This is an optimization exercise on Yosys and OpenROAD, whose aim is small area, a short achievable clock period and few clock cycles per item, not a production implementation. At most, simulation tests tie the RTL to the original design; equivalence was not proved. Only the layout flow was run in run 1; the RTL was not checked for function there. Power and IR drop assume default switching activity.

[design.v]
module edge_xing (
    input  wire               clk,
    input  wire               rst,
    input  wire               in_valid,
    output wire               in_ready,
    input  wire signed [19:0] in_xa,
    input  wire signed [19:0] in_ya,
    input  wire signed [19:0] in_xb,
    input  wire signed [19:0] in_yb,
    input  wire signed [15:0] in_row,
    output wire               out_valid,
    input  wire               out_ready,
    output wire               out_hit,
    output wire               out_last,
    output wire        [7:0]  out_k,
    output wire               out_dir,
    output wire signed [27:0] out_x
);
    localparam integer I_IDLE = 0, I_PA = 1, I_PB = 2, I_DIV = 3, I_LP = 4,
                       I_FL = 5, I_OUT = 6;
    localparam [6:0] S_IDLE = 7'd1 << I_IDLE;
    reg  [6:0]  st;
    reg         rdy, pend;
    reg         cen;     
    reg  signed [19:0] cxa, cya, cxb, cyb;
    reg  signed [15:0] crow;
    wire        [24:0] tr   = {cyb[8:0], crow};
    wire        [24:0] ss_q = {cya[4:0], cxa};
    wire        [20:0] ss_r = {cxb[5:0], cya[19:5]};
    reg         csw, cxs;    
    reg         neg, dir, hit, last, saved, cp;
    reg         xr_pre;   
    reg  [27:0] q1;      
    reg  [20:0] r1;      
    reg  [19:0] den;     
    reg  [27:0] x;       
    reg  [20:0] r;       
    reg  [7:0]  k;
    reg  [4:0]  kmax;    
    reg  [4:0]  cnt;
    wire acc = in_valid & rdy;
    wire signed [19:0] ylo = csw ? cyb : cya;
    wire signed [19:0] yhi = csw ? cya : cyb;
    wire signed [19:0] xlo = csw ? cxb : cxa;
    wire signed [19:0] xmn = cxs ? cxb : cxa;
    wire signed [19:0] xmx = cxs ? cxa : cxb;
    wire               p_neg = cxs ^ csw;
    wire        [20:0] p_den = {yhi[19], yhi} + ~{ylo[19], ylo} + {20'd0, ~p_neg};
    wire        [20:0] p_adx = {xmx[19], xmx} - {xmn[19], xmn};
    wire signed [21:0] r32 = {{1{crow[15]}}, crow, 5'b0};
    wire signed [21:0] ma = r32 - {{2{ylo[19]}}, ylo};
    wire signed [21:0] mb = r32 - {{2{yhi[19]}}, yhi};
    wire        [21:0] mbn = ~mb;                   
    wire               ma_pos = ~ma[21];           
    wire               p_hit = (cya != cyb) & mb[21] & (ma >= -22'sd31);
    wire        [4:0]  p_kmin = ma_pos ? 5'd0 : -ma[4:0];
    wire        [4:0]  p_kmax = (mbn[21:5] != 17'd0) ? 5'd31 : mbn[4:0];
    wire        [24:0] p_t = ma_pos ? {ma[20:0], 4'b0001} : 25'd1;
    wire               p_small = (p_adx[19:12] == 8'd0);
    wire [21:0] nden = {2'b11, ~den};                
    wire [21:0] ds1  = {r1, q1[27] & st[I_DIV]};
    wire [21:0] dh1  = {1'b0, ds1[21:1]} + nden + {21'd0, ~neg};    
    wire        dq1  = ~dh1[21];
    wire [20:0] ra   = dq1 ? {dh1[19:0], ds1[0]} : ds1[20:0];
    wire [27:0] q1_n = {q1[26:0], dq1};
    wire [21:0] sa = {1'b0, r};
    wire [21:0] sb = {1'b0, r1};
    wire [21:0] s  = sa + sb;
    wire [21:0] ca = {1'b0, sa[21:1]};
    wire [21:0] cb = {1'b0, sb[21:1]};
    wire [21:0] cs = ca ^ cb ^ nden;
    wire [21:0] cc = (ca & cb) | (ca & nden) | (cb & nden);
    wire [21:0] sh = cs + {cc[20:0], sa[0] & sb[0]} + {21'd0, ~neg};
    wire        c  = ~sh[21];
    wire [20:0] r_n = c ? {sh[19:0], s[0]} : s[20:0];
    wire [27:0] xb_ = (q1 & {28{~st[I_FL]}}) ^ {28{neg}};
    wire [27:0] x_n = x + xb_ + {27'd0, cp ^ neg};
    wire        t_last = (tr[24:1] == 24'd0);       
    wire [7:0]  k_inc = k + 8'd1;
    wire       div_end = (cnt == 5'd24);
    wire       out_end = st[I_OUT] & out_ready & last;
    wire [6:0] st_n;
    assign st_n[I_IDLE] = (st[I_IDLE] & ~acc) | (out_end & ~pend & ~acc);
    assign st_n[I_PA]   = (st[I_IDLE] & acc) | (out_end & ~pend & acc);
    assign st_n[I_PB]   = st[I_PA] | (out_end & pend);
    assign st_n[I_DIV]  = (st[I_PB] & p_hit) | (st[I_DIV] & ~div_end);
    assign st_n[I_LP]   = (st[I_DIV] & div_end) | (st[I_LP] & ~t_last);
    assign st_n[I_FL]   = st[I_LP] & t_last;
    assign st_n[I_OUT]  = (st[I_PB] & ~p_hit) | st[I_FL] | (st[I_OUT] & ~out_end);
    wire       pend_n = ~st[I_PA] & ~st[I_PB] & (pend | acc);
    wire       xr_pre_n = st_n[I_PB] | st_n[I_FL] |
                          (st_n[I_LP] & (st[I_LP] ? tr[1] : 1'b1));
    wire       xr_en = xr_pre | (st[I_OUT] & out_ready);
    assign in_ready  = rdy;
    assign out_valid = st[I_OUT];
    assign out_hit   = hit;
    assign out_last  = last;
    assign out_k     = k;
    assign out_dir   = dir;
    assign out_x     = x;
    always @(posedge clk) begin
        if (rst) begin
            st   <= S_IDLE;
            rdy  <= 1'b1;
            pend <= 1'b0;
        end else begin
            st   <= st_n;
            pend <= pend_n;
            rdy  <= st_n[I_IDLE] | (st_n[I_OUT] & ~pend_n);
        end
        cen <= rst | ~(pend_n | st_n[I_PA] | st_n[I_PB] | st_n[I_DIV] |
                       st_n[I_LP] | st_n[I_FL]);
        xr_pre <= xr_pre_n;
        if (xr_en) begin
            x  <= st[I_PB] ? {xlo, 8'd0} : x_n;
            r  <= st[I_PB] ? p_den[20:0] : r_n;
            cp <= ~st[I_PB] & c;
        end
        csw <= (cyb < cya);
        cxs <= (cxb < cxa);
        if (cen) begin
            cxa  <= in_xa;
            cya  <= in_ya;
            cxb  <= in_xb;
            cyb  <= in_yb;
            crow <= in_row;
        end else begin
            if (st[I_PB])
                {cyb[8:0], crow} <= p_t;
            else if (st[I_LP])
                {cyb[8:0], crow} <= {1'b0, tr[24:1]};
            if (st[I_LP] & ~saved)
                {cxb[5:0], cya, cxa} <= {ra, q1_n[24:0]};    
        end
        case (1'b1)
            st[I_PB]: begin
                neg   <= p_neg;
                dir   <= ~csw;
                hit   <= p_hit;
                last  <= 1'b1;
                saved <= 1'b0;
                k     <= {p_kmin, 3'b000};
                kmax  <= p_kmax;
                den   <= p_den[19:0];
                q1    <= p_small ? {p_adx[11:0], 16'd0} : {p_adx[19:0], 8'd0};
                r1    <= 21'd0;
                cnt   <= p_small ? 5'd8 : 5'd0;
            end
            st[I_DIV]: begin
                q1  <= q1_n;
                r1  <= ra;
                cnt <= cnt + 5'd1;
            end
            st[I_LP]: begin
                saved <= 1'b1;
                if (t_last & saved) begin
                    q1 <= {3'b000, ss_q};
                    r1 <= ss_r;
                end else begin
                    q1 <= q1_n;
                    r1 <= ra;
                end
                last <= 1'b0;    
            end
            st[I_OUT]: begin
                if (out_ready) begin
                    k    <= k_inc;
                    last <= (k_inc == {kmax, 3'b111});
                end
            end
            default: ;
        endcase
    end
endmodule
[flow/run.sh]
#!/bin/bash
# Standard synthesis and layout, with faster port buffers (buf_2 instead of
# the delay-cell buffers that buffer_ports picks by default), timing repair
# aimed well below the 20 ns clock, and no dummy loads in the clock tree.
set -euo pipefail
export BUFFER_PORTS_ARGS="-buffer_cell sky130_fd_sc_hd__buf_2"
export SETUP_SLACK_MARGIN=14.8
export CTS_ARGS="-sink_clustering_enable -repair_clock_nets -dont_use_dummy_load"
bash standard.sh synth > synth.log 2>&1
bash standard.sh finish > layout.log 2>&1
[standard.sh]
#!/bin/bash
# synth_recipe.tcl (not shown) runs the flow's synth.tcl, then flattens the netlist and writes it again
# the make line also repeats each setting of config.mk as NAME=value (left out here)
make -C /OpenROAD-flow-scripts/flow DESIGN_CONFIG=/design/flow/config.mk WORK_HOME=/design/flow/orfs CLKGATE_MAP_FILE= SYNTH_SCRIPT=/design/flow/synth_recipe.tcl "${@:-finish}"
[config.mk]
export PLATFORM = sky130hd
export DESIGN_NAME = edge_xing
export DESIGN_NICKNAME = edge_xing
export VERILOG_FILES = /design/flow/design.v
export SDC_FILE = /design/flow/constraint.sdc
export NUM_CORES = 4
export LEC_CHECK = 0
export CAP_MARGIN = 20
export CORE_MARGIN = 2
export CORE_UTILIZATION = 75
export SLEW_MARGIN = 20
[constraint.sdc]
create_clock -name core_clock -period 20.0 [get_ports {clk}]
set_input_delay 4.0000 -clock core_clock [delete_from_list [all_inputs] [get_ports {clk}]]
set_output_delay 4.0000 -clock core_clock [all_outputs]
set_load 0.01 [all_outputs]
==> results.json, run 1 <==
{
  "synth-seq-cells": 251,
  "critical_path_arrival_ps": 1210,
  "placeableCoreArea_sq_mm": 0.0287,
  "cts.sinks": 251,
  "fin_tns_setup_ps": 0,
  "synth_nets": 2769,
  "drtIter0Drc": 2838,
  "fin_crit_ps": 5210,
  "rows": 62,
  "critical_path_required_ps": 16000,
  "area_delta_synth_final_pct": 7.60,
  "switchingPower_w": 0.00191,
  "viasPerCell": 7.04,
  "cp_max_fo": 5,
  "syn_avg_cell_area_sq_um": 8.85,
  "max_freq_mhz": 192,
  "ys.flop_type": "edfxtp_1",
  "final_cell_mix": "nand2_1 (242), edfxtp_1 (212), inv_1 (209)",
  "run_status": "complete, no violations",
  "pwr-share-clk_pct": 11.3,
  "grt_max_degree": 78,
  "grt_use_met2_pct": 69.3,
  "drc": 0,
  "path_cells": "buf_2",
  "critical_path.startpoint_type": "flop",
  "fin_nets": 2855,
  "dp_hpwl_microns": 50700,
  "maxCapViolations": 0,
  "netlist_instances": 2471,
  "dieArea_sq_mm": 0.0305,
  "placed_cells": 2909,
  "vdd.ir_drop.worst_v": 0.0000996,
  "clockBufferDepth": 3,
  "wl_per_cell_microns": 23.3,
  "port_buffers": 140,
  "p_leak_nw": 10.1,
  "clk_pin_slew_ps": 60,
  "clk_latency_ps": 560,
  "initial_core_util_pct": 76.2,
  "met1_usage_pct": 59.6,
  "synth_cell_types": 90,
  "ioPinCount": 141,
  "cts_buffers": 28,
  "r2r_setup_slack_ps": 15090,
  "drtAntennaViolNets": 0,
  "ys_warn_count": 1,
  "grt_pass1_wl_microns": 107000,
  "ys_async_sr_fraction_pct": 0,
  "period_share_pct": 26.1,
  "grt_setup_unrepaired": "false",
  "synth_edf_count": 212,
  "grtUsageMet3_pct": 8.42,
  "critPathMaxStageDelay_ps": 480,
  "swShare_pct": 48.6,
  "path_class": "flop to output port",
  "slew_headroom_pct": 28.0,
  "hold_buffers": 0,
  "drv_slew": 0,
  "busiest_layer": "met2",
  "seq_power_share_pct": 23.5,
  "skew_ps": 26.5,
  "cts_tree": "built",
  "crit_slowest_cell": "dfxtp_1",
  "endpoint_kind": "output port",
  "internal-power_w": 0.00202,
  "hold_class": "flop to flop",
  "overflow": 0,
  "layout.cells.non_filler": 2940,
  "cp_top_family": "flip-flops",
  "grt_pass1_vias": 20100,
  "crit_buf_inv": 1,
  "yosysSeqAreaShare_pct": 32.7,
  "setup_violations": 0,
  "firstDrtPassIters": 8,
  "clock-root-buffer": "clkbuf_16",
  "wl_microns": 68400,
  "die_height_microns": 175,
  "syn-cell-area_sq_mm": 0.0219,
  "power_density_mw_per_mm2": 167,
  "pwr-share-comb_pct": 65.2,
  "die_w_microns": 175,
  "finalHoldViolCount": 0,
  "finalWeightedCongestion": 1.05,
  "vias": 20700,
  "mostFrequentLayoutCell": "nand2_1",
  "worst_pin_slew_ps": 1080,
  "layout-drive-gt1-share_pct": 10.8,
  "antenna_found_initial": 0,
  "track_usage_pct": 44.1,
  "ctsHtreeMaxLevel": 1
}
==> per-layer routing <==
layer | vias up | part of all wire, %
met1 | 9753 | 38
met5 | - | 0
met3 | 299 | 13
li1 | 9150 | -
met4 | 0 | 4.9
met2 | 1505 | 44
==> state kept, by name, summed over array words and instances (netlist names), 20 cells and up <==
name and count:
cxa 20, cxb 20, cya 20, cyb 20, den 20, q1 28, r 21, r1 21
x 28
==> synthesized netlist by cell type (31+ instances only) <==
| cell | number | area [sq um] |
|---|---|---|
| nand2_1 | 243 | 912 |
| and3_1 | 31 | 194 |
| a21oi_1 | 186 | 931 |
| nand2b_1 | 57 | 357 |
| a21o_1 | 57 | 428 |
| clkbuf_1 | 78 | 293 |
| dfxtp_1 | 39 | 781 |
| mux2i_1 | 60 | 601 |
| nor2_1 | 157 | 589 |
| o211ai_1 | 31 | 233 |
| nor2b_1 | 45 | 282 |
| mux2_2 | 49 | 552 |
| inv_1 | 209 | 785 |
| o21ai_0 | 140 | 701 |
| nand3_1 | 48 | 240 |
| xor2_1 | 62 | 543 |
| nor3_1 | 35 | 175 |
| xnor2_1 | 101 | 885 |
| o21a_1 | 31 | 233 |
| ha_1 | 171 | 2140 |
| edfxtp_1 | 212 | 6370 |
==> power groups by stage <==
| stage | combinational [W] | sequential, W | clock (W) |
|---|---|---|---|
| floorplan | 0.00187 | 0.000852 | 0 |
| global placement | 0.00235 | 0.000917 | 0 |
| detailed placement | 0.00245 | 0.000922 | 0 |
| CTS | 0.00248 | 0.000914 | 0.000439 |
| global route | 0.00278 | 0.000933 | 0.000457 |
| finish | 0.00256 | 0.000926 | 0.000444 |
==> worst paths after layout <==
check / start / to / depth (start not counted)
worst max-delay path: last / out_last / 1
worst min-delay path: r1[11] / r1[11] / 2
worst max register to register: csw / rdy / 14
worst min register to register: r1[11] / r1[11] / 2
==> cell families (layout without fill, tap and decap cells) <==
| group | count (synthesis) | count (layout) | synth area share [%] |
|---|---|---|---|
| simple gates | 723 | 723 | 16.1 |
| other cells | 0 | 1 | 0 |
| flops | 251 | 251 | 32.7 |
| mux | 109 | 109 | 5.27 |
| xor+xnor | 163 | 163 | 6.53 |
| compound gates | 712 | 712 | 21.6 |
| fa+ha+maj | 198 | 198 | 12.3 |
| buf+inv | 315 | 399 | 5.58 |
==> layout make-up <==
type	instances	area (sq um)
multi-input combinational	1905	13500
sequential	251	7160
fill	1794	5170
timing repair buffer	160	858
inverter	211	792
clock buffer	28	701
tap	384	480
antenna	1	2.50
==> through the flow <==
stage / area [sq um] / setup slack (ps) / total power (W) / hold slack [ps] / util (%)
6_report: 23500 / 14790 / 0.00393 / 509 / 82.0
4_1_cts: 23500 / 14800 / 0.00383 / 508 / 81.9
2_1_floorplan: 21900 / 14880 / 0.00272 / 426 / -
3_5_place_dp: 22800 / 14550 / 0.00337 / 491 / 79.4
5_1_grt: 23500 / 14800 / 0.00417 / 538 / 82.0
3_3_place_gp: 22800 / 14560 / 0.00326 / 449 / 79.4
==> timing repair <==
action | 4_1_cts | 5_1_grt
buffers inserted | 0 | 2
setup endpoints to repair | 9 | 15
cloned | 0 | 0
resized for setup | 1 | 5
==> run 2, diff against run 1 <==
--- a/design.v
+++ b/design.v
@@ -143,7 +143,7 @@
                 kmax  <= p_kmax;
                 den   <= p_den[19:0];
-                q1    <= p_small ? {p_adx[11:0], 16'd0} : {p_adx[19:0], 8'd0};
-                r1    <= 21'd0;
-                cnt   <= p_small ? 5'd8 : 5'd0;
+                q1    <= p_small ? {p_adx[10:0], 17'd0} : {p_adx[18:0], 9'd0};
+                r1    <= {20'd0, p_small ? p_adx[11] : p_adx[19]};
+                cnt   <= p_small ? 5'd9 : 5'd1;
             end
             st[I_DIV]: begin
--- a/config.mk
+++ b/config.mk
@@ -9,3 +9,5 @@
 export CORE_MARGIN = 2
 export CORE_UTILIZATION = 75
+export CTS_CLUSTER_DIAMETER = 80
+export CTS_CLUSTER_SIZE = 40
 export SLEW_MARGIN = 20
==> run 2 against run 1 <==
Still clean on timing, DRC and antenna. Global-route usage is 0.068 points lower. Core utilization up 0.43 points. Sequential power down 0.9%. Area after synthesis grew 1.4%. Critical endpoint is now out_dir. Highest routed layer is now met5.
==> results.json, run 2 <==
{
  "run_status": "complete, no violations",
  "power_density_mw_per_mm2": 167,
  "area_delta_synth_final_pct": 7.59,
  "path_cells": "buf_2",
  "ioPinCount": 141,
  "dpl_cell_area_sq_mm": 0.0231,
  "slew_headroom_pct": 27.8,
  "wl_per_cell_microns": 23.4,
  "rows": 62,
  "syn-cell-area_sq_mm": 0.0222,
  "fin_crit_ps": 5230,
  "die_height_microns": 176,
  "hold_buffers": 0,
  "cts_tree": "built",
  "wl_microns": 69300,
  "finalHoldViolCount": 0,
  "skew_ps": 34.4,
  "viasPerCell": 7.09,
  "yosysMostFrequentCell": "edfxtp_1",
  "cp_max_fo": 1,
  "crit_buf_inv": 1,
  "maxCapViolations": 0,
  "cts.sinks": 251,
  "synth_edf_count": 213,
  "synth-seq-cells": 251,
  "setup_violations": 0,
  "hold_class": "flop to flop",
  "fin_nets": 2873,
  "crit_slowest_cell": "edfxtp_1",
  "critPathMaxStageDelay_ps": 470,
  "ys_warn_count": 1,
  "synth_nets": 2787,
  "grt_pass1_wl_microns": 108000,
  "fillers": 1772,
  "grt_use_met2_pct": 70.4,
  "drv_slew": 0,
  "dp_hpwl_microns": 50400,
  "fin_tns_setup_ps": 0,
  "grt_max_degree": 92,
  "ctsHtreeMaxLevel": 1,
  "cp_top_family": "flip-flops",
  "drc": 0,
  "period_share_pct": 26.1,
  "clockBufferDepth": 3,
  "netlist_instances": 2489,
  "max_freq_mhz": 191,
  "ys_async_sr_fraction_pct": 0,
  "ys.flop_type": "edfxtp_1",
  "clock-root-buffer": "clkbuf_16",
  "drtIter0Drc": 2790,
  "dieArea_sq_mm": 0.0309,
  "track_usage_pct": 44.0,
  "clk_pin_slew_ps": 60,
  "antenna-diode-count": 0,
  "grt_setup_unrepaired": "true",
  "yosys.area.top_type_share_pct": 28.9,
  "ys_top_cells_by_count": "edfxtp_1 (213), nand2_1 (209), inv_1 (207)",
  "busiest_layer": "met2",
  "met1_usage_pct": 56.5,
  "endpoint_kind": "output port",
  "initial_core_util_pct": 76.6,
  "grtUsageMet3_pct": 10.2,
  "worst_pin_slew_ps": 1080,
  "port_buffers": 140,
  "final_cell_mix": "edfxtp_1 (213), nand2_1 (209), inv_1 (206)",
  "synth_top_area_cell": "edfxtp_1",
  "antenna_found_initial": 2,
  "top_regs": "q1 x28, x x28",
  "critical_path_arrival_ps": 1230,
  "synth_cell_types": 101,
  "layout-drive-gt1-share_pct": 11.5,
  "vias": 21000,
  "yosysSeqAreaShare_pct": 32.3,
  "path_class": "flop to output port",
  "finalInstanceArea_sq_mm": 0.0238,
  "cts_buffers": 30,
  "vdd.ir_drop.worst_v": 0.000107,
  "finalWeightedCongestion": 1.03,
  "clk_latency_ps": 580,
  "synthTopCellsByArea": "edfxtp_1 (29%), ha_1 (9.7%), xnor2_1 (4.1%)",
  "firstDrtPassIters": 8,
  "critical_path.startpoint_type": "flop",
  "critical_path_required_ps": 16000,
  "die_w_microns": 176,
  "mostFrequentLayoutCell": "edfxtp_1",
  "p_leak_nw": 10.2,
  "grt_pass1_vias": 20300,
  "drtAntennaViolNets": 0,
  "placeableCoreArea_sq_mm": 0.0289,
  "syn_avg_cell_area_sq_um": 8.90,
  "overflow": 0
}
[run 2: cell count changes in the layout (fill, tap and decap cells not counted), moves of 7 or more]
cell,change
nand2b_1,+12
nand3_1,+14
nand2_1,-33
a2111oi_0,+7
xor2_1,-7
o221ai_1,-7
o211ai_1,-10
or2_2,+8
a21o_1,-8
mux2i_1,+17
nor4_1,+9
nor3_1,+13
[run 2: final timing paths]
path,startpoint,endpoint,slack (ps),depth (start not counted)
max reg2reg,csw,cen,15080,13
max,dir,out_dir,14770,1
min,st[1],pend,480,1
min reg2reg,st[1],pend,480,1
[run 2: area by class of cell]
| type | count | area, sq um | share of cell area (%) |
|---|---|---|---|
| timing repair buffer | 159 | 847 | 3.55 |
| multi-input combinational | 1925 | 13800 | 57.9 |
| inverter | 208 | 781 | 3.27 |
| tap | 384 | 480 | 2.01 |
| clock buffer | 30 | 751 | 3.15 |
| sequential | 251 | 7170 | 30.1 |
[run 2: power by group]
group	internal, W	switching, W	total [W]
logic	0.00102	0.00157	0.00258
registers	0.000759	0.000159	0.000918
clock network	0.000260	0.000210	0.000470
total	0.00204	0.00193	0.00397
[run 2: metal layers]
layer	vias up	wire length, microns
li1	9258	-
met1	9784	25100
met2	1590	31100
met3	324	9220
met4	2	3850
met5	-	13
[run 2: what timing repair did]
item / 4_1_cts / 5_1_grt
pin swaps: 0 / 0
setup buffers: 2 / 2
setup endpoints to repair: 8 / 15
endpoints found under the hold margin: 0 / 0
resized for setup: 4 / 2
[run 2: kinds of logic (layout without fill, tap and decap cells)]
family / after synthesis / in the layout / share of synthesized area, %
simple gates: 758 / 758 / 17.4
compound gates: 683 / 683 / 20.4
buf+inv: 313 / 397 / 5.50
flops: 251 / 251 / 32.3
fa+ha+maj: 198 / 198 / 12.1
xor+xnor: 160 / 160 / 6.32
mux: 126 / 126 / 5.97
[run 2: stage by stage]
stage	utilization, %	setup WS (ps)	hold WS, ps	power [W]	std cells
6_report	82.4	14770	477	0.00397	2957
5_1_grt	82.4	14770	491	0.00419	2957
4_1_cts	82.3	14790	473	0.00386	2955
3_5_place_dp	79.7	14610	446	0.00337	2923
3_3_place_gp	79.7	14660	440	0.00326	2923
2_1_floorplan	-	14890	425	0.00273	2489
Testbench counts of run 2, summed over its fixed seeds: cycles 178,539, edges 960.
==> run 3, diff against run 2 <==
--- a/config.mk
+++ b/config.mk
@@ -9,5 +9,4 @@
 export CORE_MARGIN = 2
 export CORE_UTILIZATION = 75
-export CTS_CLUSTER_DIAMETER = 80
-export CTS_CLUSTER_SIZE = 40
+export CTS_BUF_LIST = sky130_fd_sc_hd__clkbuf_4
 export SLEW_MARGIN = 20
==> run 3 against run 2 <==
Total power is the same. Setup slack did not move. Synthesized cell count did not move. Critical path type unchanged.
==> results.json, run 3 <==
{
  "synthTopCellsByArea": "edfxtp_1 (29%), ha_1 (9.7%), xnor2_1 (4.1%)",
  "fin_nets": 2873,
  "holdPathStages": 1,
  "worst_pin_slew_ps": 1080,
  "clockBufferDepth": 3,
  "ys_warn_count": 1,
  "overflow": 0,
  "ctsHtreeMaxLevel": 1,
  "crit_buf_inv": 1,
  "dieArea_sq_mm": 0.0309,
  "place_worst_setup_slack_ps": 14610,
  "grt_pass1_wl_microns": 108000,
  "grtUsageMet3_pct": 10.2,
  "maxCapViolations": 0,
  "placed_cells": 2923,
  "busiest_layer": "met2",
  "ys_async_sr_fraction_pct": 0,
  "period_share_pct": 26.1,
  "drtAntennaViolNets": 0,
  "antenna-diode-count": 0,
  "netlist_instances": 2489,
  "vias": 21000,
  "path_depth": 1,
  "critical_path_arrival_ps": 1230,
  "viasPerCell": 7.09,
  "crit_slowest_cell": "edfxtp_1",
  "final_cell_mix": "edfxtp_1 (213), nand2_1 (209), inv_1 (206)",
  "firstDrtPassIters": 8,
  "synth_cell_types": 101,
  "clk_latency_ps": 580,
  "hold_buffers": 0,
  "cp_max_fo": 1,
  "setup_violations": 0,
  "area_delta_synth_final_pct": 7.59,
  "clk_pin_slew_ps": 60,
  "grt_pass1_vias": 20300,
  "yosysSeqAreaShare_pct": 32.3,
  "grt_setup_unrepaired": "true",
  "cp_top_family": "flip-flops",
  "ys.flop_type": "edfxtp_1",
  "placeableCoreArea_sq_mm": 0.0289,
  "drc": 0,
  "mostFrequentLayoutCell": "edfxtp_1",
  "antenna_found_initial": 2,
  "hp-start": "st[1]",
  "synth_edf_count": 213,
  "vdd.ir_drop.worst_v": 0.000107,
  "holdPathEnd": "pend",
  "reg2reg_to": "cen",
  "grt_use_met2_pct": 70.4,
  "layout.cells.non_filler": 2957,
  "die_w_microns": 176,
  "yosys.area.top_type_share_pct": 28.9,
  "top_regs": "q1 x28, x x28",
  "path_class": "flop to output port",
  "synth_top_area_cell": "edfxtp_1",
  "met1_usage_pct": 56.5,
  "setup_ws_ps": 14770,
  "clock-root-buffer": "clkbuf_16",
  "endpoint_kind": "output port",
  "fin_tns_setup_ps": 0,
  "r2r_setup_slack_ps": 15080,
  "p_leak_nw": 10.2,
  "dp_hpwl_microns": 50400,
  "slew_headroom_pct": 27.8,
  "critical_path.startpoint_type": "flop",
  "track_usage_pct": 44.0,
  "finalHoldViolCount": 0,
  "finalWeightedCongestion": 1.03,
  "run_status": "complete, no violations",
  "max_freq_mhz": 191,
  "ioPinCount": 141,
  "r2r_cells": 13,
  "skew_ps": 34.4,
  "power_density_mw_per_mm2": 167,
  "cts_buffers": 30,
  "critPathMaxStageDelay_ps": 470,
  "wl_per_cell_microns": 23.4,
  "fin_crit_ps": 5230,
  "syn-cell-area_sq_mm": 0.0222,
  "drv_slew": 0,
  "synth_nets": 2787,
  "rows": 62,
  "drtIter0Drc": 2790,
  "grt_max_degree": 92,
  "wl_microns": 69300,
  "path_cells": "buf_2",
  "yosysMostFrequentCell": "edfxtp_1",
  "layout-drive-gt1-share_pct": 11.5,
  "hold_class": "flop to flop",
  "reg2reg_from": "csw",
  "synth-seq-cells": 251,
  "cts_tree": "built",
  "cts.sinks": 251,
  "port_buffers": 140,
  "whs_ps": 477,
  "ys_top_cells_by_count": "edfxtp_1 (213), nand2_1 (209), inv_1 (207)",
  "syn_avg_cell_area_sq_um": 8.90,
  "initial_core_util_pct": 76.6,
  "critical_path_required_ps": 16000,
  "die_height_microns": 176
}
## run 3: final cells by class
type,instances,area [sq um]
Inverter,208,781
Sequential cell,251,7170
Tap cell,384,480
Multi-Input combinational cell,1925,13800
Clock buffer,30,751
Timing Repair Buffer,159,847
Fill cell,1772,5090
## run 3: worst max path at each step
stage | startpoint | to | slack, ps
floorplan | out_ready | cp | 14890
global placement | out_ready | x[5] | 14660
detailed placement | out_ready | x[7] | 14610
CTS | dir | out_dir | 14790
global route | dir | out_dir | 14770
finish | dir | out_dir | 14770
## run 3: cells by family after synthesis
family,after synthesis,synth area share [%]
simple gates,758,17.4
compound gates,683,20.4
buf+inv,313,5.50
flops,251,32.3
fa+ha+maj,198,12.1
xor+xnor,160,6.32
mux,126,5.97
## run 3: repair_timing
action / 4_1_cts / 5_1_grt
hold endpoints to repair: 0 / 0
setup endpoints to repair: 8 / 15
pin swaps: 0 / 0
gates resized for setup: 4 / 2
gates cloned: 0 / 0
buffers inserted: 2 / 2
## run 3: metal layers
| metal | share of wire (%) | up-vias |
|---|---|---|
| met5 | 0.019 | - |
| met4 | 5.6 | 2 |
| met1 | 36 | 9784 |
| met2 | 45 | 1590 |
| met3 | 13 | 324 |
| li1 | - | 9258 |
## run 3: per-stage QoR
stage | power (W) | util, % | instance area, sq um
final | 0.00397 | 82.4 | 23800
after global routing | 0.00419 | 82.4 | 23800
after CTS | 0.00386 | 82.3 | 23800
after detailed placement | 0.00337 | 79.7 | 23100
after global placement | 0.00326 | 79.7 | 23100
after floorplan | 0.00273 | - | 22200
## run 3: power by group
part	internal [W]	switching, W	total [W]
clock network	0.000260	0.000210	0.000470
registers	0.000759	0.000159	0.000918
logic	0.00102	0.00157	0.00258
==> run 4, diff against run 3 <==
--- a/config.mk
+++ b/config.mk
@@ -9,4 +9,4 @@
 export CORE_MARGIN = 2
 export CORE_UTILIZATION = 75
-export CTS_BUF_LIST = sky130_fd_sc_hd__clkbuf_4
+export CTS_BUF_LIST = sky130_fd_sc_hd__clkbuf_8
 export SLEW_MARGIN = 20
==> run 4 against run 3 <==
Setup slack is the same. Combinational power is essentially flat. Die area is the same. Sequential power is essentially flat. Area after synthesis is the same. Critical path type unchanged. Critical endpoint unchanged. Largest cell class unchanged.
==> results.json, run 4 <==
{
  "run_status": "complete, no violations",
  "fin_tns_setup_ps": 0,
  "worst_pin_slew_ps": 1080,
  "final_cell_mix": "edfxtp_1 (213), nand2_1 (209), inv_1 (206)",
  "power_density_mw_per_mm2": 167,
  "initial_core_util_pct": 76.6,
  "synth_cell_types": 101,
  "drtAntennaViolNets": 0,
  "ctsHtreeMaxLevel": 1,
  "dieArea_sq_mm": 0.0309,
  "synth_nets": 2787,
  "syn_avg_cell_area_sq_um": 8.90,
  "dp_hpwl_microns": 50400,
  "ys.flop_type": "edfxtp_1",
  "place_worst_setup_slack_ps": 14610,
  "p_leak_nw": 10.2,
  "period_share_pct": 26.1,
  "path_class": "flop to output port",
  "critical_path_required_ps": 16000,
  "port_buffers": 140,
  "cts_tree": "built",
  "critical_path_arrival_ps": 1230,
  "die_height_microns": 176,
  "yosysSeqAreaShare_pct": 32.3,
  "endpoint_kind": "output port",
  "yosysMostFrequentCell": "edfxtp_1",
  "overflow": 0,
  "switchingPower_w": 0.00193,
  "clk_pin_slew_ps": 60,
  "area_delta_synth_final_pct": 7.59,
  "layout-drive-gt1-share_pct": 11.5,
  "max_freq_mhz": 191,
  "path_depth": 1,
  "clockBufferDepth": 3,
  "setup_violations": 0,
  "yosys.area.top_type_share_pct": 28.9,
  "ioPinCount": 141,
  "finalWeightedCongestion": 1.03,
  "pwr-share-comb_pct": 65.1,
  "mostFrequentLayoutCell": "edfxtp_1",
  "critPathMaxStageDelay_ps": 470,
  "placeableCoreArea_sq_mm": 0.0289,
  "path_cells": "buf_2",
  "seq_power_share_pct": 23.1,
  "grt_pass1_vias": 20300,
  "grt_max_degree": 92,
  "clk_latency_ps": 580,
  "placed_cells": 2923,
  "fin_crit_ps": 5230,
  "cts.sinks": 251,
  "grt_pass1_wl_microns": 108000,
  "track_usage_pct": 44.0,
  "synthTopCellsByArea": "edfxtp_1 (29%), ha_1 (9.7%), xnor2_1 (4.1%)",
  "cp_max_fo": 1,
  "finalHoldViolCount": 0,
  "drtIter0Drc": 2790,
  "swShare_pct": 48.7,
  "maxCapViolations": 0,
  "hold_buffers": 0,
  "reg2reg_from": "csw",
  "setup.worst_path.start": "dir",
  "antenna_found_initial": 2,
  "clock-root-buffer": "clkbuf_16",
  "synth_top_area_cell": "edfxtp_1",
  "netlist_instances": 2489,
  "vdd.ir_drop.worst_v": 0.000107,
  "syn-cell-area_sq_mm": 0.0222,
  "vias": 21000,
  "crit_slowest_cell": "edfxtp_1",
  "viasPerCell": 7.09,
  "reg2reg_to": "cen",
  "antenna-diode-count": 0,
  "hold_class": "flop to flop",
  "drc": 0,
  "endpoint": "out_dir",
  "rows": 62,
  "r2r_setup_slack_ps": 15080,
  "crit_buf_inv": 1,
  "top_regs": "q1 x28, x x28",
  "r2r_cells": 13,
  "drv_slew": 0,
  "die_w_microns": 176,
  "layout.cells.non_filler": 2957,
  "fin_nets": 2873,
  "setup_ws_ps": 14770,
  "cp_top_family": "flip-flops",
  "critical_path.startpoint_type": "flop",
  "ys_warn_count": 1,
  "ys_top_cells_by_count": "edfxtp_1 (213), nand2_1 (209), inv_1 (207)",
  "wl_per_cell_microns": 23.4,
  "internal-power_w": 0.00204,
  "firstDrtPassIters": 8,
  "slew_headroom_pct": 27.8,
  "pwr-share-clk_pct": 11.8,
  "skew_ps": 34.4,
  "synth-seq-cells": 251,
  "grt_setup_unrepaired": "true",
  "ys_async_sr_fraction_pct": 0,
  "wl_microns": 69300,
  "cts_buffers": 30,
  "synth_edf_count": 213
}
-- run 4: power by group through the flow --
stage	Clock, W	Sequential [W]	Combinational, W
detailed placement	0	0.000914	0.00246
floorplan	0	0.000844	0.00189
finish	0.000470	0.000918	0.00258
global placement	0	0.000908	0.00235
global route	0.000480	0.000927	0.00278
CTS	0.000465	0.000907	0.00249
-- run 4: cell families after synthesis --
group,synth area share (%)
xor+xnor,6.32
flops,32.3
compound gates,20.4
mux,5.97
fa+ha+maj,12.1
buf+inv,5.50
simple gates,17.4
-- run 4: repair_timing --
action,in CTS,in global routing
setup buffers,2,2
setup endpoints to repair,8,15
resized for setup,4,2
pin swaps,0,0
-- run 4: how the worst min path moves through the flow --
stage	start	end	slack, ps	cells past startpoint
finish	st[1]	pend	480	1
global route	st[1]	pend	490	1
CTS	st[1]	pend	470	1
detailed placement	st[1]	pend	450	1
global placement	st[1]	pend	440	1
floorplan	st[1]	pend	430	1
-- run 4: cell type report --
cell class                 instances  area, sq um
clock buffer                      30          751
fill                            1772         5090
inverter                         208          781
multi-input combinational       1925        13800
sequential                       251         7170
tap                              384          480
timing repair buffer             159          847
-- run 4: metal layers --
| layer | wire [microns] | vias to the layer above | track usage, % |
|---|---|---|---|
| li1 | - | 9258 | - |
| met1 | 25100 | 9784 | 56.5 |
| met2 | 31100 | 1590 | 70.4 |
| met3 | 9220 | 324 | 10.2 |
| met4 | 3850 | 2 | 21.3 |
| met5 | 13 | - | 0 |
-- run 4: through the flow --
step / total power [W] / hold WS (ps) / instance area (sq um) / utilization [%]
floorplan: 0.00273 / 425 / 22200 / -
global placement: 0.00326 / 440 / 23100 / 79.7
detailed placement: 0.00337 / 446 / 23100 / 79.7
CTS: 0.00386 / 473 / 23800 / 82.3
global route: 0.00419 / 491 / 23800 / 82.4
finish: 0.00397 / 477 / 23800 / 82.4
==> run 5, diff against run 4 <==
--- a/config.mk
+++ b/config.mk
@@ -9,4 +9,3 @@
 export CORE_MARGIN = 2
 export CORE_UTILIZATION = 75
-export CTS_BUF_LIST = sky130_fd_sc_hd__clkbuf_8
 export SLEW_MARGIN = 20
==> run 5 against run 4 <==
Design area unchanged. Register-to-register slack about the same. Count of clock-buffer cells in the layout unchanged. Clock power about the same. Total power unchanged. Combinational power about the same. Clock skew unchanged. Die area unchanged. Synthesized cell count unchanged. Critical endpoint unchanged. Largest power group unchanged.
==> results.json, run 5 <==
{
  "yosysMostFrequentCell": "edfxtp_1",
  "pwr-share-clk_pct": 11.8,
  "grt_setup_unrepaired": "true",
  "path_cells": "buf_2",
  "die_height_microns": 176,
  "antenna-diode-count": 0,
  "grt_pass1_wl_microns": 108000,
  "area_delta_synth_final_pct": 7.59,
  "cts.sinks": 251,
  "setup_violations": 0,
  "cts_buffers": 30,
  "wl_per_cell_microns": 23.4,
  "drv_slew": 0,
  "hold_class": "flop to flop",
  "drtAntennaViolNets": 0,
  "final_cell_mix": "edfxtp_1 (213), nand2_1 (209), inv_1 (206)",
  "synth_nets": 2787,
  "firstDrtPassIters": 8,
  "skew_ps": 34.4,
  "port_buffers": 140,
  "cp_max_fo": 1,
  "syn-cell-area_sq_mm": 0.0222,
  "period_share_pct": 26.1,
  "slew_headroom_pct": 27.8,
  "critical_path_required_ps": 16000,
  "drc": 0,
  "overflow": 0,
  "cp_top_family": "flip-flops",
  "internal-power_w": 0.00204,
  "synth_cell_types": 101,
  "seq_power_share_pct": 23.1,
  "top_regs": "q1 x28, x x28",
  "fin_tns_setup_ps": 0,
  "grt_pass1_vias": 20300,
  "dp_hpwl_microns": 50400,
  "synthTopCellsByArea": "edfxtp_1 (29%), ha_1 (9.7%), xnor2_1 (4.1%)",
  "die_w_microns": 176,
  "placeableCoreArea_sq_mm": 0.0289,
  "worst_pin_slew_ps": 1080,
  "antenna_found_initial": 2,
  "ys_top_cells_by_count": "edfxtp_1 (213), nand2_1 (209), inv_1 (207)",
  "ioPinCount": 141,
  "synth_edf_count": 213,
  "ctsHtreeMaxLevel": 1,
  "vdd.ir_drop.worst_v": 0.000107,
  "pwr-share-comb_pct": 65.1,
  "fin_util_pct": 82.4,
  "vias": 21000,
  "crit_buf_inv": 1,
  "initial_core_util_pct": 76.6,
  "synth_top_area_cell": "edfxtp_1",
  "rows": 62,
  "ys_async_sr_fraction_pct": 0,
  "fin_crit_ps": 5230,
  "max_freq_mhz": 191,
  "netlist_instances": 2489,
  "swShare_pct": 48.7,
  "critical_path_arrival_ps": 1230,
  "critPathMaxStageDelay_ps": 470,
  "grt_max_degree": 92,
  "path_class": "flop to output port",
  "clock-root-buffer": "clkbuf_16",
  "fin_nets": 2873,
  "cts_tree": "built",
  "track_usage_pct": 44.0,
  "maxCapViolations": 0,
  "clk_latency_ps": 580,
  "finalHoldViolCount": 0,
  "ys_warn_count": 1,
  "mostFrequentLayoutCell": "edfxtp_1",
  "clockBufferDepth": 3,
  "switchingPower_w": 0.00193,
  "p_leak_nw": 10.2,
  "wl_microns": 69300,
  "viasPerCell": 7.09,
  "drtIter0Drc": 2790,
  "yosysSeqAreaShare_pct": 32.3,
  "ys.flop_type": "edfxtp_1",
  "run_status": "complete, no violations",
  "crit_slowest_cell": "edfxtp_1",
  "critical_path.startpoint_type": "flop",
  "yosys.area.top_type_share_pct": 28.9,
  "clk_pin_slew_ps": 60,
  "synth-seq-cells": 251,
  "layout-drive-gt1-share_pct": 11.5,
  "endpoint_kind": "output port",
  "dieArea_sq_mm": 0.0309,
  "syn_avg_cell_area_sq_um": 8.90,
  "hold_buffers": 0,
  "power_density_mw_per_mm2": 167,
  "finalWeightedCongestion": 1.03
}
## run 5: cell families after synthesis
group,share of synthesized area (%)
AO/OA/AOI/OAI,20.4
adder cells (fa/ha/maj),12.1
AND/OR/NAND/NOR,17.4
flip-flops,32.3
buffers and inverters,5.50
multiplexers,5.97
XOR/XNOR,6.32
## run 5: worst paths after layout
kind	slack [ps]	startpoint	depth (start not counted)	end
min	480	st[1]	1	pend
max	14770	dir	1	out_dir
min reg2reg	480	st[1]	1	pend
max reg2reg	15080	csw	13	cen
## run 5: metal layers
metal	up-vias	share of wire, %	global-route usage [%]
met1	9784	36	56.5
met4	2	5.6	21.3
met5	-	0.019	0
met2	1590	45	70.4
met3	324	13	10.2
li1	9258	-	-
## run 5: stage by stage
stage,power [W],hold WS [ps],cells,instance area [sq um],setup WS (ps)
floorplan,0.00273,425,2489,22200,14890
global placement,0.00326,440,2923,23100,14660
detailed placement,0.00337,446,2923,23100,14610
CTS,0.00386,473,2955,23800,14790
global route,0.00419,491,2957,23800,14770
finish,0.00397,477,2957,23800,14770
## run 5: repair_timing
| item | in CTS | in global routing |
|---|---|---|
| pin swaps | 0 | 0 |
| setup buffers | 2 | 2 |
| gates resized for setup | 4 | 2 |
| gates cloned | 0 | 0 |
| endpoints found under the setup margin | 8 | 15 |
## run 5: power groups by stage
| stage | logic, W | registers, W | clock network (W) |
|---|---|---|---|
| after global placement | 0.00235 | 0.000908 | 0 |
| after detailed placement | 0.00246 | 0.000914 | 0 |
| after CTS | 0.00249 | 0.000907 | 0.000465 |
| after global routing | 0.00278 | 0.000927 | 0.000480 |
| after floorplan | 0.00189 | 0.000844 | 0 |
| final | 0.00258 | 0.000918 | 0.000470 |
## run 5: final cells by class
class                      count  area, sq um
timing repair buffer         159          847
multi-input combinational   1925        13800
tap                          384          480
sequential                   251         7170
fill                        1772         5090
inverter                     208          781
clock buffer                  30          751
==> run 6, diff against run 5 <==
==> flow/run.sh (replaced) <==
#!/bin/bash
# Standard synthesis and layout, with faster port buffers (buf_2 instead of
# the delay-cell buffers that buffer_ports picks by default), timing repair
# aimed well below the 20 ns clock, and a clock tree of clkbuf_4 cells
# without dummy loads.
set -euo pipefail
export BUFFER_PORTS_ARGS="-buffer_cell sky130_fd_sc_hd__buf_2"
export SETUP_SLACK_MARGIN=14.8
export CTS_ARGS="-sink_clustering_enable -repair_clock_nets -dont_use_dummy_load -buf_list sky130_fd_sc_hd__clkbuf_4"
bash standard.sh synth > synth.log 2>&1
bash standard.sh finish > layout.log 2>&1
==> run 6 against run 5 <==
Still clean on timing, DRC and antenna. Clock skew is 65 ps higher. Wire length grew 2.4%. Via count up 2.2%. First-iteration DRC count increased by 11%. Largest cell class unchanged.
==> results.json, run 6 <==
{
  "ys_async_sr_fraction_pct": 0,
  "hold_buffers": 0,
  "drc": 0,
  "power_density_mw_per_mm2": 162,
  "endpoint_kind": "output port",
  "hp-start": "st[1]",
  "clock-root-buffer": "clkbuf_4",
  "worst_pin_slew_ps": 1090,
  "layout-drive-gt1-share_pct": 14.3,
  "fin_tns_setup_ps": 0,
  "wl_met1_microns": 25700,
  "maxCapViolations": 0,
  "overflow": 0,
  "fin_crit_ps": 5400,
  "netlist_instances": 2489,
  "clk_latency_ps": 770,
  "fillers": 1733,
  "synth-seq-cells": 251,
  "top_regs": "q1 x28, x x28",
  "grt_pass1_wl_microns": 110000,
  "setup_violations": 0,
  "antenna_found_initial": 3,
  "port_buffers": 140,
  "rows": 62,
  "top_layer_used": "met5",
  "skew_ps": 99.6,
  "synth_nets": 2787,
  "cp_max_fo": 1,
  "syn-cell-area_sq_mm": 0.0222,
  "slew_headroom_pct": 27.3,
  "reg2reg_from": "csw",
  "critPathMaxStageDelay_ps": 470,
  "cp_top_family": "flip-flops",
  "yosysMostFrequentCell": "edfxtp_1",
  "crit_buf_inv": 1,
  "finalWeightedCongestion": 1.03,
  "period_share_pct": 27.0,
  "synthTopCellsByArea": "edfxtp_1 (29%), ha_1 (9.7%), xnor2_1 (4.1%)",
  "clockBufferDepth": 3,
  "path_cells": "buf_2",
  "vias": 21400,
  "ioPinCount": 141,
  "firstDrtPassIters": 8,
  "yosys.area.top_type_share_pct": 28.9,
  "route.met2.wl_microns": 31500,
  "synth_edf_count": 213,
  "setup.worst_path.start": "dir",
  "critical_path_required_ps": 16000,
  "fin_nets": 2954,
  "grt_setup_unrepaired": "true",
  "critical_path_arrival_ps": 1400,
  "placeableCoreArea_sq_mm": 0.0289,
  "run_status": "complete, no violations",
  "critical_path.startpoint_type": "flop",
  "max_freq_mhz": 185,
  "mostFrequentLayoutCell": "edfxtp_1",
  "syn_avg_cell_area_sq_um": 8.90,
  "die_height_microns": 176,
  "area_delta_synth_final_pct": 8.22,
  "wl_per_cell_microns": 23.3,
  "viasPerCell": 7.04,
  "initial_core_util_pct": 76.6,
  "drtAntennaViolNets": 0,
  "cts_tree": "built",
  "synth_cell_types": 101,
  "clk_pin_slew_ps": 60,
  "final_cell_mix": "edfxtp_1 (213), nand2_1 (209), inv_1 (206)",
  "crit_slowest_cell": "edfxtp_1",
  "dr_wl_met3_microns": 9490,
  "dieArea_sq_mm": 0.0309,
  "whs_ps": 474,
  "track_usage_pct": 45.4,
  "cts.sinks": 251,
  "path_class": "flop to output port",
  "drtIter0Drc": 3092,
  "ys.flop_type": "edfxtp_1",
  "die_w_microns": 176,
  "ys_warn_count": 1,
  "grt_pass1_vias": 20900,
  "grt_max_degree": 92,
  "drv_slew": 0,
  "wl_microns": 71000,
  "hold_class": "flop to flop",
  "p_leak_nw": 10.4,
  "finalHoldViolCount": 0,
  "ys_top_cells_by_count": "edfxtp_1 (213), nand2_1 (209), inv_1 (207)",
  "synth_top_area_cell": "edfxtp_1",
  "ctsHtreeMaxLevel": 3,
  "dp_hpwl_microns": 50400,
  "cts_buffers": 72,
  "vdd.ir_drop.worst_v": 0.0000934,
  "yosysSeqAreaShare_pct": 32.3
}
run 6: cell count changes in the layout (fill, tap and decap cells not counted), moves of 2 or more:
cell | previous run | this run
buf_2 | 140 | 135
dfxtp_2 | 5 | 1
dfxtp_4 | 3 | 8
buf_4 | 18 | 57
diode_2 | 0 | 2
clkbuf_4 | 0 | 72
buf_6 | 1 | 6
clkbuf_16 | 30 | 0
run 6: where the power goes:
group / switching (W) / total (W) / leakage (nW) / internal (W)
sequential: 0.000155 / 0.000915 / 2.37 / 0.000760
clock: 0.000212 / 0.000375 / 0.331 / 0.000163
combinational: 0.00157 / 0.00261 / 7.69 / 0.00104
total: 0.00194 / 0.00390 / 10.4 / 0.00196
run 6: cells by family (layout without fill, tap and decap cells):
logic type / after synthesis / after routing / synth area share [%]
AO/OA/AOI/OAI: 683 / 683 / 20.4
flip-flops: 251 / 251 / 32.3
buffers and inverters: 313 / 478 / 5.50
other: 0 / 2 / 0
adder cells (fa/ha/maj): 198 / 198 / 12.1
XOR/XNOR: 160 / 160 / 6.32
multiplexers: 126 / 126 / 5.97
AND/OR/NAND/NOR: 758 / 758 / 17.4
run 6: final cells by class:
cell class	instances	area (sq um)	area share (%)
antenna	2	5.00	0.0209
inverter	208	781	3.26
tap	384	480	2.00
sequential	251	7190	30.0
multi-input combinational	1925	13800	57.6
timing repair buffer	198	1170	4.88
clock buffer	72	541	2.25
run 6: final timing paths:
| kind | endpoint | slack (ps) | cells past startpoint |
|---|---|---|---|
| worst max-delay path | out_dir | 14600 | 1 |
| worst min-delay path | pend | 470 | 1 |
| worst max register to register | cen | 15080 | 13 |
| worst min register to register | pend | 470 | 1 |
run 6: repair_timing:
action | CTS | global route
endpoints found under the hold margin | 0 | 0
setup buffers | 29 | 14
endpoints found under the setup margin | 41 | 47
cloned | 0 | 0
resized for setup | 14 | 4
run 6: stage by stage:
| stage | util, % | power (W) | cells | instance area (sq um) | worst slack (ps) |
|---|---|---|---|---|---|
| final | 82.9 | 0.00390 | 3040 | 24000 | 14600 |
| after CTS | 82.4 | 0.00377 | 3024 | 23900 | 14610 |
| after global placement | 79.7 | 0.00326 | 2923 | 23100 | 14660 |
| after detailed placement | 79.7 | 0.00337 | 2923 | 23100 | 14610 |
| after global routing | 82.9 | 0.00413 | 3040 | 24000 | 14610 |
| after floorplan | - | 0.00273 | 2489 | 22200 | 14890 |
run 6: per-layer routing:
metal  vias to the layer above  GRT usage (%)
li1                       9425              -
met2                      1681           70.8
met1                      9905           57.8
met3                       396           11.9
met4                         2           24.7
met5                         -              0
==> run 7, diff against run 6 <==
==> flow/run.sh (replaced) <==
#!/bin/bash
# Standard synthesis and layout, with faster port buffers (buf_2 instead of
# the delay-cell buffers that buffer_ports picks by default), timing repair
# aimed well below the 20 ns clock, and a clock tree of clkbuf_8 cells
# without dummy loads.
set -euo pipefail
export BUFFER_PORTS_ARGS="-buffer_cell sky130_fd_sc_hd__buf_2"
export SETUP_SLACK_MARGIN=14.8
export CTS_ARGS="-sink_clustering_enable -repair_clock_nets -dont_use_dummy_load -buf_list sky130_fd_sc_hd__clkbuf_8"
bash standard.sh synth > synth.log 2>&1
bash standard.sh finish > layout.log 2>&1
==> run 7 against run 6 <==
Setup slack improved by 200 ps. Count of clock-buffer cells in the layout fell by 26. Largest power group unchanged. Register-to-register slack improved by 50 ps. Clock skew fell by 53 ps. Design area fell by 1.1%.
==> results.json, run 7 <==
{
  "run_status": "complete, no violations",
  "viasPerCell": 7.04,
  "yosysSeqAreaShare_pct": 32.3,
  "ioPinCount": 141,
  "cts_buffers": 46,
  "placed_cells": 2923,
  "critPathMaxStageDelay_ps": 450,
  "finalWeightedCongestion": 1.03,
  "mostFrequentLayoutCell": "edfxtp_1",
  "cp_top_family": "flip-flops",
  "whs_ps": 467,
  "grt_setup_unrepaired": "true",
  "fillers": 1843,
  "ys.flop_type": "edfxtp_1",
  "synthTopCellsByArea": "edfxtp_1 (29%), ha_1 (9.7%), xnor2_1 (4.1%)",
  "ys_warn_count": 1,
  "netlist_instances": 2489,
  "layout.cells.non_filler": 2973,
  "finalHoldViolCount": 0,
  "critical_path.startpoint_type": "flop",
  "initial_core_util_pct": 76.6,
  "clk_pin_slew_ps": 60,
  "dpl_cell_area_sq_mm": 0.0231,
  "yosysMostFrequentCell": "edfxtp_1",
  "dieArea_sq_mm": 0.0309,
  "crit_slowest_cell": "edfxtp_1",
  "endpoint_kind": "output port",
  "rows": 62,
  "grt_max_degree": 92,
  "p_leak_nw": 10.2,
  "critical_path_required_ps": 16000,
  "wl_per_cell_microns": 23.1,
  "drc": 0,
  "ys_async_sr_fraction_pct": 0,
  "grt_pass1_wl_microns": 108000,
  "vias": 20900,
  "clk_latency_ps": 580,
  "synth-seq-cells": 251,
  "drtAntennaViolNets": 0,
  "power_density_mw_per_mm2": 164,
  "ys_top_cells_by_count": "edfxtp_1 (213), nand2_1 (209), inv_1 (207)",
  "track_usage_pct": 44.1,
  "fin_crit_ps": 5210,
  "die_w_microns": 176,
  "path_class": "flop to output port",
  "area_delta_synth_final_pct": 7.06,
  "period_share_pct": 26.0,
  "drv_slew": 0,
  "clock-root-buffer": "clkbuf_8",
  "dp_hpwl_microns": 50400,
  "final_cell_mix": "edfxtp_1 (213), nand2_1 (209), inv_1 (206)",
  "grt_pass1_vias": 20300,
  "synth_top_area_cell": "edfxtp_1",
  "worst_pin_slew_ps": 1130,
  "firstDrtPassIters": 6,
  "yosys.area.top_type_share_pct": 28.9,
  "path_cells": "buf_2",
  "critical_path_arrival_ps": 1210,
  "cts.sinks": 251,
  "max_freq_mhz": 192,
  "fin_nets": 2888,
  "drtIter0Drc": 2793,
  "synth_edf_count": 213,
  "slew_headroom_pct": 24.6,
  "cp_max_fo": 3,
  "setup_ws_ps": 14790,
  "ctsHtreeMaxLevel": 2,
  "layout-drive-gt1-share_pct": 12.0,
  "finalInstanceArea_sq_mm": 0.0237,
  "die_height_microns": 176,
  "multi_input_area_sq_mm": 0.0138,
  "setup_violations": 0,
  "syn_avg_cell_area_sq_um": 8.90,
  "port_buffers": 140,
  "syn-cell-area_sq_mm": 0.0222,
  "synth_cell_types": 101,
  "top_regs": "q1 x28, x x28",
  "hold_class": "flop to flop",
  "ff_latch_area_sq_mm": 0.00717,
  "crit_buf_inv": 1,
  "clockBufferDepth": 3,
  "skew_ps": 46.6,
  "placeableCoreArea_sq_mm": 0.0289,
  "wl_microns": 68800,
  "vdd.ir_drop.worst_v": 0.0000928,
  "overflow": 0,
  "antenna_found_initial": 4,
  "place_worst_setup_slack_ps": 14610,
  "maxCapViolations": 0,
  "cts_tree": "built",
  "synth_nets": 2787,
  "fin_tns_setup_ps": 0
}
## run 7: cell types whose count changed in the layout (fill, tap and decap cells not counted), moves of 5 or more
cell / before / now
buf_4: 57 / 17
dfxtp_4: 8 / 3
buf_6: 6 / 1
clkbuf_8: 0 / 46
clkbuf_4: 72 / 0
buf_2: 135 / 140
## run 7: final timing paths
check / depth (start not counted) / slack (ps) / startpoint / to
min: 1 / 470 / st[1] / pend
max reg2reg: 13 / 15130 / csw / cen
max: 1 / 14790 / k[6] / out_k[6]
min reg2reg: 1 / 470 / st[1] / pend
## run 7: logic make-up (layout without fill, tap and decap cells)
group / count (synthesis) / in the layout / synth area share [%]
AOI/OAI and AO/OA: 683 / 683 / 20.4
muxes: 126 / 126 / 5.97
buffers and inverters: 313 / 412 / 5.50
adders and majority gates: 198 / 198 / 12.1
DFF: 251 / 251 / 32.3
xor gates and xnor gates: 160 / 160 / 6.32
and+or+nand+nor: 758 / 758 / 17.4
other: 0 / 1 / 0
## run 7: power by group
group | internal (W) | leakage [nW] | switching [W]
clock | 0.000202 | 0.331 | 0.000207
sequential | 0.000759 | 2.37 | 0.000157
combinational | 0.00102 | 7.49 | 0.00155
total | 0.00198 | 10.2 | 0.00192
## run 7: per-stage QoR
step / total power [W] / util (%)
after global placement: 0.00326 / 79.7
after floorplan: 0.00273 / -
after detailed placement: 0.00337 / 79.7
after global routing: 0.00413 / 82.0
after CTS: 0.00380 / 81.9
final: 0.00390 / 82.0
## run 7: per-layer routing
layer / wire length, microns / vias to the layer above / GRT usage (%)
met3: 9060 / 351 / 10.2
li1: - / 9275 / -
met5: 38 / - / 0
met2: 30500 / 1583 / 69.3
met1: 25100 / 9709 / 57.4
met4: 4110 / 6 / 22.4
## run 7: cell type report
| class | instances | share of cell area, % |
|---|---|---|
| multi-input cells | 1925 | 58.2 |
| flip-flops and latches | 251 | 30.2 |
| repair buffers | 158 | 3.54 |
| inverters | 208 | 3.29 |
| clock buffers | 46 | 2.67 |
| well taps | 384 | 2.02 |
| diodes | 1 | 0.0105 |
## run 7: repair_timing
action                                  CTS  global route
setup buffers                             2             1
cloned                                    0             0
resized for setup                         3             3
endpoints found under the setup margin    6            15
endpoints found under the hold margin     0             0
pin swaps                                 0             0
hold buffers                              0             0
## run 7: worst register-to-register path, delay by kind of cell (launching register included)
family	cells	cell delay [ps]
buffers and inverters	1	600
AND/OR/NAND/NOR	6	1580
adder cells (fa/ha/maj)	1	300
flip-flops	1	560
multiplexers	2	780
AO/OA/AOI/OAI	3	940
==> run 8, diff against run 7 <==
==> run.sh (new file) <==
#!/bin/bash
# synth_recipe.tcl (not shown) runs the flow's synth.tcl, then flattens the netlist and writes it again
# the make line also repeats each setting of config.mk as NAME=value (left out here)
make -C /OpenROAD-flow-scripts/flow DESIGN_CONFIG=/design/flow/config.mk WORK_HOME=/design/flow/orfs CLKGATE_MAP_FILE= SYNTH_SCRIPT=/design/flow/synth_recipe.tcl finish
removed: flow/run.sh
removed: standard.sh
==> run 8 against run 7 <==
Setup slack lost 500 ps. Worst hold slack gained 6.7 ps. Clock skew shrank 35 ps. Largest power group unchanged. Largest cell class unchanged. Total power grew 4.5%. Sequential share of layout area shrank 1.1 points. Still clean on timing, DRC and antenna. Register-to-register slack lost 410 ps. Critical path type unchanged. Sequential cell count is the same. Non-clock buffer count shrank 3.
==> results.json, run 8 <==
{
  "finalInstanceArea_sq_mm": 0.0246,
  "critical_path.startpoint_type": "flop",
  "power.total_w": 0.00407,
  "endpoint": "out_k[2]",
  "synth_nets": 2787,
  "firstDrtPassIters": 10,
  "port_buffers": 140,
  "ys_async_sr_fraction_pct": 0,
  "synth_cell_types": 101,
  "fin_tns_setup_ps": 0,
  "cts.sinks": 251,
  "synthTopCellsByArea": "edfxtp_1 (29%), ha_1 (9.7%), xnor2_1 (4.1%)",
  "grt_pass1_wl_microns": 110000,
  "overflow": 0,
  "endpoint_kind": "output port",
  "rows": 62,
  "ys_warn_count": 1,
  "dpl_cell_area_sq_mm": 0.0238,
  "syn-cell-area_sq_mm": 0.0222,
  "ys.flop_type": "edfxtp_1",
  "path_cells": "clkdlybuf4s50_1",
  "path_class": "flop to output port",
  "vdd.ir_drop.worst_v": 0.0000933,
  "layout-drive-gt1-share_pct": 6.02,
  "holdPathStages": 1,
  "grt_setup_unrepaired": "false",
  "placed_cells": 2923,
  "period_share_pct": 28.6,
  "max_freq_mhz": 175,
  "clockBufferDepth": 3,
  "slew_headroom_pct": 23.8,
  "ys_top_cells_by_count": "edfxtp_1 (213), nand2_1 (209), inv_1 (207)",
  "worst_pin_slew_ps": 1140,
  "whs_ps": 474,
  "finalWeightedCongestion": 0.983,
  "crit_buf_inv": 1,
  "final_cell_mix": "edfxtp_1 (213), nand2_1 (209), inv_1 (206)",
  "drtAntennaViolNets": 0,
  "critical_path_required_ps": 16000,
  "vias": 21100,
  "dp_hpwl_microns": 51000,
  "ctsHtreeMaxLevel": 1,
  "syn_avg_cell_area_sq_um": 8.90,
  "clk_latency_ps": 580,
  "wl_microns": 70600,
  "setup_violations": 0,
  "grt_pass1_vias": 20700,
  "path_depth": 1,
  "r2r_setup_slack_ps": 14720,
  "p_leak_nw": 10.3,
  "viasPerCell": 7.09,
  "finalHoldViolCount": 0,
  "wl_per_cell_microns": 23.7,
  "post_cts_resize_count": 0,
  "skew_ps": 11.3,
  "initial_core_util_pct": 76.6,
  "fin_nets": 2868,
  "cp_max_fo": 7,
  "cp_top_family": "buffers and inverters",
  "fillers": 1586,
  "maxCapViolations": 0,
  "area_delta_synth_final_pct": 11.1,
  "drtIter0Drc": 3230,
  "drv_slew": 0,
  "netlist_instances": 2489,
  "top_regs": "q1 x28, x x28",
  "grt_max_degree": 101,
  "track_usage_pct": 44.9,
  "hp-start": "st[1]",
  "run_status": "complete, no violations",
  "mostFrequentLayoutCell": "edfxtp_1",
  "synth_edf_count": 213,
  "clock-root-buffer": "clkbuf_16",
  "die_height_microns": 176,
  "critPathMaxStageDelay_ps": 620,
  "synth-seq-cells": 251,
  "placeableCoreArea_sq_mm": 0.0289,
  "dieArea_sq_mm": 0.0309,
  "antenna_found_initial": 1,
  "power_density_mw_per_mm2": 165,
  "r2r_cells": 13,
  "cts_tree": "built",
  "clk_pin_slew_ps": 60,
  "reg2reg_from": "csw",
  "reg2reg_to": "cen",
  "cts_buffers": 29,
  "yosysSeqAreaShare_pct": 32.3,
  "ioPinCount": 141,
  "fin_crit_ps": 5710,
  "synth_top_area_cell": "edfxtp_1",
  "layout.cells.non_filler": 2978,
  "yosys.area.top_type_share_pct": 28.9,
  "hold_class": "flop to flop",
  "yosysMostFrequentCell": "edfxtp_1",
  "critical_path_arrival_ps": 1710,
  "crit_slowest_cell": "clkdlybuf4s50_1",
  "setup.worst_path.start": "k[2]",
  "post-cts-setup-buffers": 0,
  "hold_buffers": 0,
  "die_w_microns": 176,
  "drc": 0
}
==> run 8: cell counts after synthesis <==
Identical to the previous run, type by type.
==> run 8: how the worst min path moves through the flow <==
stage,to
final,pend
after global routing,pend
after global placement,pend
after CTS,pend
after floorplan,pend
after detailed placement,pend
==> run 8: cells by family after synthesis <==
| kind of cell | after synthesis | synth area share (%) |
|---|---|---|
| xor gates and xnor gates | 160 | 6.32 |
| muxes | 126 | 5.97 |
| DFF | 251 | 32.3 |
| adders and majority gates | 198 | 12.1 |
| buffers and inverters | 313 | 5.50 |
| AOI/OAI and AO/OA | 683 | 20.4 |
| and+or+nand+nor | 758 | 17.4 |
==> run 8: metrics by stage <==
| stage | setup WS [ps] | util, % |
|---|---|---|
| after global routing | 14310 | 85.1 |
| after floorplan | 14340 | - |
| after global placement | 14190 | 82.1 |
| after detailed placement | 14170 | 82.1 |
| final | 14290 | 85.1 |
| after CTS | 14330 | 85.1 |
==> run 8: power by group <==
group / total [W] / switching, W / internal, W
logic: 0.00264 / 0.00161 / 0.00104
clock network: 0.000501 / 0.000228 / 0.000274
registers: 0.000923 / 0.000165 / 0.000758
==> run 8: worst register-to-register path, delay by kind of cell (launching register included) <==
kind	cells	cell delay, ps
buffers and inverters	1	770
adder cells (fa/ha/maj)	1	280
AND/OR/NAND/NOR	6	1710
multiplexers	2	780
AO/OA/AOI/OAI	3	990
flip-flops	1	630
==> run 8: final cells by class <==
cell class	instances	area [sq um]	share of cell area, %
Antenna cell	1	2.50	0.0102
Multi-Input combinational cell	1925	13800	56.1
Clock buffer	40	787	3.20
Clock inverter	14	70.1	0.285
Sequential cell	251	7170	29.1
Inverter	208	781	3.17
Timing Repair Buffer	155	1510	6.15
Tap cell	384	480	1.95
==> run 8: per-layer routing <==
layer	up-vias	GRT usage (%)	share of wire, %
met4	2	24.0	6.1
met1	9735	57.7	36
li1	9268	-	-
met2	1732	70.6	44
met3	382	10.6	13
met5	-	0	0.020

[port drivers added, routing unchanged]
The flow's constraints put no driver on any port. The routed layouts listed below were extracted and timed again, unchanged, in two steps. Step 1: set_driving_cell puts a clkbuf_16 on clk and a buf_2 on each other input, an assumption about the parent block. Step 2, shift: input delay + t, output delay - t, t = (earliest + latest rising clock arrival at the registers) / 2. This alone moves slack from input paths to output paths. Slacks: ideal / step 1 / step 2; pairs: ideal / step 1.
run | shift t [ns] | setup WS [ns] | worst setup path after step 2
run 1 | 0.604 | 14.786 / 14.731 / 14.490 | input to register
run 2 | 0.615 | 14.774 / 14.719 / 14.531 | input to register
run 3 | 0.615 | 14.774 / 14.719 / 14.531 | input to register
run 4 | 0.615 | 14.774 / 14.719 / 14.531 | input to register
run 5 | 0.615 | 14.774 / 14.719 / 14.531 | input to register
run 6 | 0.772 | 14.595 / 14.540 / 14.471 | input to register
run 7 | 0.607 | 14.792 / 14.740 / 14.556 | input to register
run 8 | 0.626 | 14.290 / 14.237 / 14.112 | input to register
After both steps every run listed still meets setup and hold. For run 1, which loses most, drivers alone change the setup slack by -0.055 ns; drivers and shift together by -0.296 ns.
